This is an optimization exercise on Yosys and OpenROAD, whose aim is small area, a short achievable clock period and few clock cycles per item, not a production implementation. Only simulation tests tie the RTL to the original design; equivalence was not proved. Power figures rest on the tool's default switching activity, not on a simulated workload.

job 3144:
Design pu_condition, start of the top module:
module pu_condition (
    input  wire         clk,
    input  wire         rst,
    input  wire [2:0]   cfg_depth,         
    input  wire [15:0]  cfg_width,         
    input  wire [5:0]   cfg_ob_w8,         
    input  wire         cfg_ob_side,       
    input  wire         cfg_ob_mode,       
    input  wire [15:0]  cfg_black_level,
    input  wire [15:0]  cfg_ob_clamp,
    input  wire [15:0]  cfg_pedestal,
    input  wire         cfg_flat_en,
    input  wire [3:0]   cfg_gain_frac,     
    input  wire [3:0]   cfg_ofs_shift,     
    input  wire [2:0]   cfg_cfa,           
    input  wire [15:0]  cfg_sat_level,
    input  wire         cfg_calib,
    input  wire         in_valid,
    output reg          in_ready,
    input  wire [15:0]  in_p,
    input  wire [15:0]  in_coef,
    input  wire         in_eof,
    output reg          out_valid,
    output reg  [15:0]  out_o,
    output reg          stat_valid,
    output wire [31:0]  stat_lines,
    output wire [31:0]  stat_ob_mean,
    output wire [63:0]  stat_ch_min,       
    output wire [63:0]  stat_ch_max,
    output wire [255:0] stat_ch_sum,       
    output wire [255:0] stat_ch_sumsq,
    output wire [127:0] stat_clip_low,     
    output wire [127:0] stat_clip_high,
    output wire [63:0]  stat_focus_total
);
For scale: ~1500 flip-flops, about 0.069 mm² of cells after synthesis.
export LEC_CHECK = 0
export ABC_CLOCK_PERIOD_IN_PS = 5000
export CAP_MARGIN = 20
export CORE_MARGIN = 2
export CORE_UTILIZATION = 40
export SLEW_MARGIN = 20
create_clock -name core_clock -period 16.0 [get_ports {clk}]
standard.sh (not shown) runs the stock make flow with config.mk's settings and CLKGATE_MAP_FILE= SYNTH_SCRIPT=/design/flow/synth_recipe.tcl, a recipe that flattens the netlist after the stock synthesis.
==> flow/flow/run.sh <==
#!/bin/bash
# The standard layout, with these changes to how it is made: the port
# buffers are plain buffers (sky130_fd_sc_hd__buf_2, which repair may
# resize) instead of the delay-cell buffers buffer_ports picks by default;
# timing repair aims for a setup margin, so that it works on paths well
# inside the clock period; clock tree synthesis adds no dummy loads and
# clusters up to 28 registers (90 um across) on a leaf buffer; and antenna
# repair may run more iterations.  The clock, constraints and synthesis are
# unchanged.
set -euo pipefail
export BUFFER_PORTS_ARGS="-buffer_cell sky130_fd_sc_hd__buf_2"
export SETUP_SLACK_MARGIN=11.3
export CTS_ARGS="-sink_clustering_enable -repair_clock_nets -dont_use_dummy_load -sink_clustering_size 28 -sink_clustering_max_diameter 90"
export MAX_REPAIR_ANTENNAS_ITER_GRT=10
export MAX_REPAIR_ANTENNAS_ITER_DRT=15
bash standard.sh > standard_flow.log 2>&1
Job 3144: flow completed, timing, DRC and antenna clean
Testbench counts of job 3144, summed over its fixed seeds: cycles 93,423, pixels 80,140.
--- input diff job 3144..job 1040 ---
==> flow/flow/run.sh <==
#!/bin/bash
# The standard layout, with three changes to how it is made: the port
# buffers are plain buffers (sky130_fd_sc_hd__buf_2, which repair may
# resize) instead of the delay-cell buffers buffer_ports picks by default;
# timing repair aims for a setup margin, so that it works on paths well
# inside the clock period; and clock tree synthesis adds no dummy loads and
# clusters up to 28 registers (90 um across) on a leaf buffer.
# The clock, constraints and synthesis are unchanged.
set -euo pipefail
export BUFFER_PORTS_ARGS="-buffer_cell sky130_fd_sc_hd__buf_2"
export SETUP_SLACK_MARGIN=11.4
export CTS_ARGS="-sink_clustering_enable -repair_clock_nets -dont_use_dummy_load -sink_clustering_size 28 -sink_clustering_max_diameter 90"
bash standard.sh > standard_flow.log 2>&1
Findings:
Ran to the end and failed final checks on antenna violations: job 1040.
Between job 3144 and job 1040, growth of design area from synthesis to finish increased.
Job 3144 → job 1040: worst setup margin increased by 0.043 ns relative to the old numbers, clock share of power moved up, count of clock-buffer cells in the layout went up 2, share of cell area taken by flip-flops and latches saw a decrease, area share of buffers outside the clock network went up 0.64 points.
The non-clock buffer total of the final layout in job 1040 was higher than what job 3144 gave.
Input-level comparison between job 2637 and job 1040:
==> flow/flow/run.sh <==
#!/bin/bash
# The standard layout, with these changes to how it is made: the port
# buffers are plain buffers (sky130_fd_sc_hd__buf_2, which repair may
# resize) instead of the delay-cell buffers buffer_ports picks by default;
# timing repair aims for a setup margin, so that it works on paths well
# inside the clock period; clock tree synthesis adds no dummy loads and
# clusters up to 28 registers (90 um across) on a leaf buffer; and antenna
# repair may run more iterations.  The clock, constraints and synthesis are
# unchanged.
set -euo pipefail
export BUFFER_PORTS_ARGS="-buffer_cell sky130_fd_sc_hd__buf_2"
export SETUP_SLACK_MARGIN=11.7
export CTS_ARGS="-sink_clustering_enable -repair_clock_nets -dont_use_dummy_load -sink_clustering_size 28 -sink_clustering_max_diameter 90"
export MAX_REPAIR_ANTENNAS_ITER_GRT=10
export MAX_REPAIR_ANTENNAS_ITER_DRT=15
bash standard.sh > standard_flow.log 2>&1
Notes after the runs:
- Job 2637: done, clean on timing, DRC and antenna
- For the area overhead of the layout relative to synthesis, job 2637 came in 15 points higher than job 1040 did.
- In the metrics for job 1040 and job 2637, the one carrying the lower part of the power in combinational logic is job 1040.
- Summary of job 2637 over job 1040: mean cell area of the mapped netlist shows no meaningful change, cell-internal power shows an increase of about 3.4%.
- Delta(number of buffers created by CTS, job 2637 - job 1040) < 0
- For job 1040, the cell at the slowest stage of the critical path was edfxtp_1, unlike job 2637, where it was dfxtp_4.
- Job 1040 → job 2637: total routed wirelength increased by about 5% relative to the old numbers; longest individual stage delay on the worst path decreased by 0.03 ns relative to the old numbers; global-route usage increased by 0.93 points relative to the old numbers.
- Total non-filler cell area in the finished layout was higher in the run labelled job 2637.
- Setup slack, job 1040 and job 2637: higher on job 2637
> inputs changed (job 2637 -> job 8851)
==> flow/flow/run.sh <==
#!/bin/bash
# The standard layout, with these changes to how it is made: the port
# buffers are plain buffers (sky130_fd_sc_hd__buf_2, which repair may
# resize) instead of the delay-cell buffers buffer_ports picks by default;
# timing repair aims for a setup margin, so that it works on paths well
# inside the clock period; clock tree synthesis adds no dummy loads and
# clusters up to 25 registers (80 um across) on a leaf buffer; and antenna
# repair may run more iterations.  The clock, constraints and synthesis are
# unchanged.
set -euo pipefail
export BUFFER_PORTS_ARGS="-buffer_cell sky130_fd_sc_hd__buf_2"
export SETUP_SLACK_MARGIN=11.7
export CTS_ARGS="-sink_clustering_enable -repair_clock_nets -dont_use_dummy_load -sink_clustering_size 25 -sink_clustering_max_diameter 80"
export MAX_REPAIR_ANTENNAS_ITER_GRT=10
export MAX_REPAIR_ANTENNAS_ITER_DRT=15
bash standard.sh > standard_flow.log 2>&1
==> run notes <==
Job 2637 → job 8851: register-to-register slack decreased 0.07 ns, setup slack decreased 0.037 ns. A power group with the largest share of combinational logic is what job 8851 shows, while sequential cells belongs to job 2637. Number of nets in the layout (job 8851 vs. job 2637) increases slightly. Job 8851 ends up with a worst slew margin relative to its limit that is 0.34 points lower than in job 2637. Changes observed in job 8851 relative to job 2637: final area climbed about 0.6%, clock-pin slew on the worst setup and hold paths closely matched the old numbers, later-pin clock latency in the skew report about even.

[afterwards: timing with drivers on the ports]
The flow's constraints put no driver on any port. The routed layouts listed below were extracted and timed again, unchanged, in two steps.
Step 1 assumes that a clkbuf_16 drives the clock port and a buf_2 every other input.
Step 2 also shifts input and output timing later by t, the mid clock arrival at the registers, as if the neighbouring blocks saw the same clock.
a / b / c = ideal ports / drivers / drivers and shift; a / b = the first two.
run	shift t [ns]	setup WS [ns]	pins driven straight from the clock port
job 3144	0.784	11.311 / 11.228 / 10.680	1
job 1040	0.775	11.354 / 11.276 / 10.698	1
job 2637	0.772	11.371 / 11.289 / 10.820	1
job 8851	0.799	11.334 / 11.253 / 10.818	1
For job 1040, which loses most, drivers alone change the setup slack by -0.078 ns; drivers and shift together by -0.656 ns.
